This is an optimization exercise on Yosys and OpenROAD, whose aim is small area, a short achievable clock period and few clock cycles per item, not a production implementation. In this exercise RTL edits were held to simulation tests only and were not proved equivalent to the original.

## job 101
==> flow/design.v <==
module seal_sha256 (
    input  wire         clk,
    input  wire         rst,
    input  wire         in_valid,
    output wire         in_ready,
    input  wire [31:0]  in_data,
    input  wire         in_new,
    output wire         out_valid,
    output wire [255:0] digest
);
    localparam [255:0] IV = {32'h6a09e667, 32'hbb67ae85, 32'h3c6ef372, 32'ha54ff53a,
                             32'h510e527f, 32'h9b05688c, 32'h1f83d9ab, 32'h5be0cd19};
    reg  [5:0]   t;           
    reg          running;     
    reg          cfin;        
    reg          pre;         
    reg          new0;        
    reg          fresh;       
    reg  [3:0]   rot;         
    reg          in_ready_r;
    wire accept = in_valid && in_ready_r;
    wire early  = running && (t >= 6'd1) && (t <= 6'd14);    
    wire fire   = running && (!early || accept);
    wire start  = !running && pre && accept;                  
    wire take0  = accept && !pre && !early;                   
    wire new_eff = new0 || fresh;
    wire last   = running && (t == 6'd0);                     
    wire       running_n = start || (running && !last);
    wire [5:0] t_n       = (start || (fire && !last)) ? t + 6'd1 : t;
    wire       pre_n     = start ? 1'b0 : (take0 ? 1'b1 : pre);
    wire [3:0] rot_n     = (accept || (running && !early)) ? 4'd0 : rot + 4'd1;
    wire       early_n   = running_n && (t_n >= 6'd1) && (t_n <= 6'd14);
    wire       ready_n   = running_n ? (early_n ? (rot_n == 4'd0) : (t_n == 6'd0 && !pre_n))
                                     : (!pre_n || rot_n == 4'd0);
    reg          d_fire, d_start, d_ldiv, d_sfin, d_fin, d_fadd, d_new;
    reg          d_ivh;       
    reg  [31:0]  d_k;
    reg          out_valid_r;
    reg  [31:0]  k_n;
    always @(*) begin
        case (t)
            6'd0:  k_n = 32'h428a2f98; 6'd1:  k_n = 32'h71374491;
            6'd2:  k_n = 32'hb5c0fbcf; 6'd3:  k_n = 32'he9b5dba5;
            6'd4:  k_n = 32'h3956c25b; 6'd5:  k_n = 32'h59f111f1;
            6'd6:  k_n = 32'h923f82a4; 6'd7:  k_n = 32'hab1c5ed5;
            6'd8:  k_n = 32'hd807aa98; 6'd9:  k_n = 32'h12835b01;
            6'd10: k_n = 32'h243185be; 6'd11: k_n = 32'h550c7dc3;
            6'd12: k_n = 32'h72be5d74; 6'd13: k_n = 32'h80deb1fe;
            6'd14: k_n = 32'h9bdc06a7; 6'd15: k_n = 32'hc19bf174;
            6'd16: k_n = 32'he49b69c1; 6'd17: k_n = 32'hefbe4786;
            6'd18: k_n = 32'h0fc19dc6; 6'd19: k_n = 32'h240ca1cc;
            6'd20: k_n = 32'h2de92c6f; 6'd21: k_n = 32'h4a7484aa;
            6'd22: k_n = 32'h5cb0a9dc; 6'd23: k_n = 32'h76f988da;
            6'd24: k_n = 32'h983e5152; 6'd25: k_n = 32'ha831c66d;
            6'd26: k_n = 32'hb00327c8; 6'd27: k_n = 32'hbf597fc7;
            6'd28: k_n = 32'hc6e00bf3; 6'd29: k_n = 32'hd5a79147;
            6'd30: k_n = 32'h06ca6351; 6'd31: k_n = 32'h14292967;
            6'd32: k_n = 32'h27b70a85; 6'd33: k_n = 32'h2e1b2138;
            6'd34: k_n = 32'h4d2c6dfc; 6'd35: k_n = 32'h53380d13;
            6'd36: k_n = 32'h650a7354; 6'd37: k_n = 32'h766a0abb;
            6'd38: k_n = 32'h81c2c92e; 6'd39: k_n = 32'h92722c85;
            6'd40: k_n = 32'ha2bfe8a1; 6'd41: k_n = 32'ha81a664b;
            6'd42: k_n = 32'hc24b8b70; 6'd43: k_n = 32'hc76c51a3;
            6'd44: k_n = 32'hd192e819; 6'd45: k_n = 32'hd6990624;
            6'd46: k_n = 32'hf40e3585; 6'd47: k_n = 32'h106aa070;
            6'd48: k_n = 32'h19a4c116; 6'd49: k_n = 32'h1e376c08;
            6'd50: k_n = 32'h2748774c; 6'd51: k_n = 32'h34b0bcb5;
            6'd52: k_n = 32'h391c0cb3; 6'd53: k_n = 32'h4ed8aa4a;
            6'd54: k_n = 32'h5b9cca4f; 6'd55: k_n = 32'h682e6ff3;
            6'd56: k_n = 32'h748f82ee; 6'd57: k_n = 32'h78a5636f;
            6'd58: k_n = 32'h84c87814; 6'd59: k_n = 32'h8cc70208;
            6'd60: k_n = 32'h90befffa; 6'd61: k_n = 32'ha4506ceb;
            6'd62: k_n = 32'hbef9a3f7; default: k_n = 32'hc67178f2;
        endcase
    end
    always @(posedge clk) begin
        if (rst) begin
            t           <= 6'd0;
            running     <= 1'b0;
            cfin        <= 1'b0;
            pre         <= 1'b0;
            fresh       <= 1'b1;
            rot         <= 4'd0;
            in_ready_r  <= 1'b1;
            d_fire      <= 1'b0;
            d_start     <= 1'b0;
            d_ldiv      <= 1'b0;
            d_fin       <= 1'b0;
            d_fadd      <= 1'b0;
            out_valid_r <= 1'b0;
        end else begin
            t           <= t_n;
            running     <= running_n;
            cfin        <= last;
            pre         <= pre_n;
            rot         <= rot_n;
            in_ready_r  <= ready_n;
            if (start)
                fresh <= 1'b0;
            d_fire      <= fire;
            d_start     <= start;
            d_ldiv      <= start && new_eff;
            d_fin       <= cfin;
            d_fadd      <= (running && (t == 6'd62 || t == 6'd63 || t == 6'd0)) || cfin;
            out_valid_r <= d_fin;
        end
        if (take0)
            new0 <= in_new;
        d_sfin  <= cfin;
        d_new   <= new_eff;
        d_ivh   <= d_ldiv;
        d_k     <= k_n;
    end
    reg  [31:0]  a, b, c, d, e, f, g;    
    reg  [31:0]  kwh;         
    reg  [31:0]  w [0:15];    
    reg  [31:0]  hA [0:3];    
    reg  [31:0]  hE [0:3];    
    assign in_ready  = in_ready_r;
    assign out_valid = out_valid_r;
    assign digest    = {hA[0], hA[1], hA[2], hA[3], hE[0], hE[1], hE[2], hE[3]};
    wire [31:0] s1_e = {e[5:0], e[31:6]} ^ {e[10:0], e[31:11]} ^ {e[24:0], e[31:25]};
    wire [31:0] ch   = (e & f) ^ (~e & g);
    wire [31:0] s0_a = {a[1:0], a[31:2]} ^ {a[12:0], a[31:13]} ^ {a[21:0], a[31:22]};
    wire [31:0] maj  = (a & b) ^ (a & c) ^ (b & c);
    wire [31:0] ex_s = d ^ kwh ^ ch;
    wire [31:0] ex_c = (d & kwh) | (d & ch) | (kwh & ch);
    wire [31:0] ey_s = ex_s ^ {ex_c[30:0], 1'b0} ^ s1_e;
    wire [31:0] ey_c = (ex_s & {ex_c[30:0], 1'b0}) | (ex_s & s1_e) | ({ex_c[30:0], 1'b0} & s1_e);
    wire [31:0] e_new = ey_s + {ey_c[30:0], 1'b0};
    wire [31:0] ax_s = kwh ^ ch ^ maj;
    wire [31:0] ax_c = (kwh & ch) | (kwh & maj) | (ch & maj);
    wire [31:0] ay_s = ax_s ^ {ax_c[30:0], 1'b0} ^ s1_e;
    wire [31:0] ay_c = (ax_s & {ax_c[30:0], 1'b0}) | (ax_s & s1_e) | ({ax_c[30:0], 1'b0} & s1_e);
    wire [31:0] az_s = ay_s ^ {ay_c[30:0], 1'b0} ^ s0_a;
    wire [31:0] az_c = (ay_s & {ay_c[30:0], 1'b0}) | (ay_s & s0_a) | ({ay_c[30:0], 1'b0} & s0_a);
    wire [31:0] a_new = az_s + {az_c[30:0], 1'b0};
    wire [31:0] ws0   = {w[1][6:0], w[1][31:7]} ^ {w[1][17:0], w[1][31:18]} ^ (w[1] >> 3);
    wire [31:0] ws1   = {w[14][16:0], w[14][31:17]} ^ {w[14][18:0], w[14][31:19]} ^ (w[14] >> 10);
    wire [31:0] w_new = ws1 + w[9] + ws0 + w[0];
    wire [31:0] sumA = hA[3] + a;
    wire [31:0] sumE = hE[3] + e;
    wire [31:0] kp = d_start ? (d_new ? IV[31:0] : (d_sfin ? hE[2] : hE[3])) : g;
    wire [31:0] kwh_new = kp + d_k + w[14];
    integer i;
    always @(posedge clk) begin
        if (d_fire || d_start)
            kwh <= kwh_new;
        for (i = 0; i < 15; i = i + 1)
            w[i] <= w[i + 1];
        w[15] <= accept ? in_data : ((running && !early) ? w_new : w[0]);
        if (d_fadd) begin
            hA[0] <= sumA; hA[1] <= hA[0]; hA[2] <= hA[1]; hA[3] <= hA[2];
            hE[0] <= sumE; hE[1] <= hE[0]; hE[2] <= hE[1]; hE[3] <= hE[2];
        end else if (d_ivh) begin
            {hA[0], hA[1], hA[2], hA[3], hE[0], hE[1], hE[2], hE[3]} <= IV;
        end
        if (d_fire) begin
            g  <= f;
            f  <= e;
            e  <= e_new;
            d  <= c;
            c  <= b;
            b  <= a;
            a  <= a_new;
        end else if (d_ldiv) begin
            {a, b, c, d, e, f, g} <= IV[255:32];
        end else if (d_fin) begin
            {a, b, c, d, e, f, g} <= {sumA, hA[0], hA[1], hA[2], sumE, hE[0], hE[1]};
        end
    end
endmodule
clock: 10.0 ns
lec_check: 0
cap_margin: 20
core_margin: 2
core_utilization: 60
cts_buf_list: sky130_fd_sc_hd__clkbuf_8
cts_cluster_diameter: 40
cts_cluster_size: 16
place_density: 0.75
slew_margin: 20
standard.sh (not shown) runs the stock make flow with config.mk's settings and CLKGATE_MAP_FILE= SYNTH_SCRIPT=/design/flow/synth_recipe.tcl, a recipe that flattens the netlist after the stock synthesis.
==> flow/flow/run.sh <==
#!/bin/bash
# The standard layout, with two changes to how it is made:
#  - each port is buffered by the smallest buffer (sky130_fd_sc_hd__buf_1)
#    instead of the one buffer_ports picks by default;
#  - timing repair aims for a setup slack of 5.25 ns at the 10 ns clock.
set -euo pipefail
export BUFFER_PORTS_ARGS="-buffer_cell sky130_fd_sc_hd__buf_1"
export SETUP_SLACK_MARGIN=5.25
bash standard.sh > standard_flow.log 2>&1
Testbench counts of job 101, summed over its fixed seeds: cycles 33,312, blocks 512.
Input changes introduced in job 102 (baseline for comparison: job 101):
-- flow/design.v --
<<< job 101, line 34
                                     : (!pre_n || rot_n == 4'd0);
    reg          d_fire, d_start, d_ldiv, d_sfin, d_fin, d_fadd, d_new;
    reg          d_ivh;       
    reg  [31:0]  d_k;
    reg          out_valid_r;
>>> job 102, line 34
                                     : (!pre_n || rot_n == 4'd0);
    reg          d_fire, d_start, d_ldiv, d_sfin, d_fin, d_fadd, d_new;
    reg  [1:0]   d_fidx;
    reg  [31:0]  d_k;
    reg          out_valid_r;
<<< job 101, line 109
        d_sfin  <= cfin;
        d_new   <= new_eff;
        d_ivh   <= d_ldiv;
        d_k     <= k_n;
    end
>>> job 102, line 109
        d_sfin  <= cfin;
        d_new   <= new_eff;
        d_fidx  <= cfin ? 2'd0 : (t[1:0] == 2'd2 ? 2'd3 : (t[1:0] == 2'd3 ? 2'd2 : 2'd1));
        d_k     <= k_n;
    end
<<< job 101, line 117
    reg  [31:0]  hA [0:3];    
    reg  [31:0]  hE [0:3];    
    assign in_ready  = in_ready_r;
    assign out_valid = out_valid_r;
>>> job 102, line 117
    reg  [31:0]  hA [0:3];    
    reg  [31:0]  hE [0:3];    
    reg          newblk;      
    assign in_ready  = in_ready_r;
    assign out_valid = out_valid_r;
<<< job 101, line 139
    wire [31:0] ws1   = {w[14][16:0], w[14][31:17]} ^ {w[14][18:0], w[14][31:19]} ^ (w[14] >> 10);
    wire [31:0] w_new = ws1 + w[9] + ws0 + w[0];
    wire [31:0] sumA = hA[3] + a;
    wire [31:0] sumE = hE[3] + e;
    wire [31:0] kp = d_start ? (d_new ? IV[31:0] : (d_sfin ? hE[2] : hE[3])) : g;
    wire [31:0] kwh_new = kp + d_k + w[14];
    integer i;
    always @(posedge clk) begin
        if (d_fire || d_start)
            kwh <= kwh_new;
>>> job 102, line 140
    wire [31:0] ws1   = {w[14][16:0], w[14][31:17]} ^ {w[14][18:0], w[14][31:19]} ^ (w[14] >> 10);
    wire [31:0] w_new = ws1 + w[9] + ws0 + w[0];
    reg  [31:0] ivA, ivE;
    always @(*) begin
        case (d_fidx)
            2'd3:    begin ivA = IV[159:128]; ivE = IV[31:0];  end
            2'd2:    begin ivA = IV[191:160]; ivE = IV[63:32]; end
            2'd1:    begin ivA = IV[223:192]; ivE = IV[95:64]; end
            default: begin ivA = IV[255:224]; ivE = IV[127:96]; end
        endcase
    end
    wire [31:0] sumA = (newblk ? ivA : hA[3]) + a;
    wire [31:0] sumE = (newblk ? ivE : hE[3]) + e;
    wire [31:0] kp = d_start ? (d_new ? IV[31:0] : (d_sfin ? hE[2] : hE[3])) : g;
    wire [31:0] kwh_new = kp + d_k + w[14];
    integer i;
    always @(posedge clk) begin
        if (d_start)
            newblk <= d_new;
        if (d_fire || d_start)
            kwh <= kwh_new;
<<< job 101, line 153
            hA[0] <= sumA; hA[1] <= hA[0]; hA[2] <= hA[1]; hA[3] <= hA[2];
            hE[0] <= sumE; hE[1] <= hE[0]; hE[2] <= hE[1]; hE[3] <= hE[2];
        end else if (d_ivh) begin
            {hA[0], hA[1], hA[2], hA[3], hE[0], hE[1], hE[2], hE[3]} <= IV;
        end
        if (d_fire) begin
>>> job 102, line 165
            hA[0] <= sumA; hA[1] <= hA[0]; hA[2] <= hA[1]; hA[3] <= hA[2];
            hE[0] <= sumE; hE[1] <= hE[0]; hE[2] <= hE[1]; hE[3] <= hE[2];
        end
        if (d_fire) begin
### Flow results
Job 102 went all the way through the flow, and no timing, DRC or antenna check failed.
Job 102 vs job 101 — design area dropped about 1.7%.
Number of endpoints failing setup at the final stage: job 102 vs job 101 identical
Job 101 reports its end point of the critical path as a[30] while job 102 reports a[29].
Looking at share of cell area taken by muxes after synthesis, job 102 sits below job 101.
Lower vertical extent of the die was reported by job 102, not job 101.
Job 102 vs. job 101: clock buffer count in the final layout shrank by about 3.3%; routed wire length grew by about 0.9%; post-CTS setup-driven buffer insertion count went down by 9.6%; sequential share of layout area rose 0.87 points; standard cell area after detailed placement went down by about 1.5%.
Of job 101 and job 102, the lower setup slack belongs to job 102.
Synthesized-area fraction occupied by and/or/nand/nor cells (lower): job 102
Total CTS buffers, job 102 vs job 101: down by a few percent
There was hardly any difference in sequential cell count between job 102 and job 101.
Testbench counts of job 102, summed over its fixed seeds: cycles 33,312, blocks 512.

[separate check: timing with driven ports]
In the flow no input, the clock included, has a driving cell. The finished layouts below were timed again as built, in two steps. Step 1 assumes that a clkbuf_16 drives the clock port and a buf_2 every other input. Step 2 times the ports against the registers' clock, not the clock port: input delays grow and output delays shrink by t, the midpoint of the rising clock arrivals with the driver on. Three values: ideal, step 1, step 2; two values: the first two.
run | t, ns | slack for setup (ns) | worst setup path at the end | worst register clock-pin slew, ns
job 101 | 0.906 | 5.203 / 5.203 / 5.203 | register to register | 0.10 / 0.10
job 102 | 0.927 | 5.170 / 5.170 / 5.170 | register to register | 0.10 / 0.10
After both steps setup and hold are still met in every run listed.
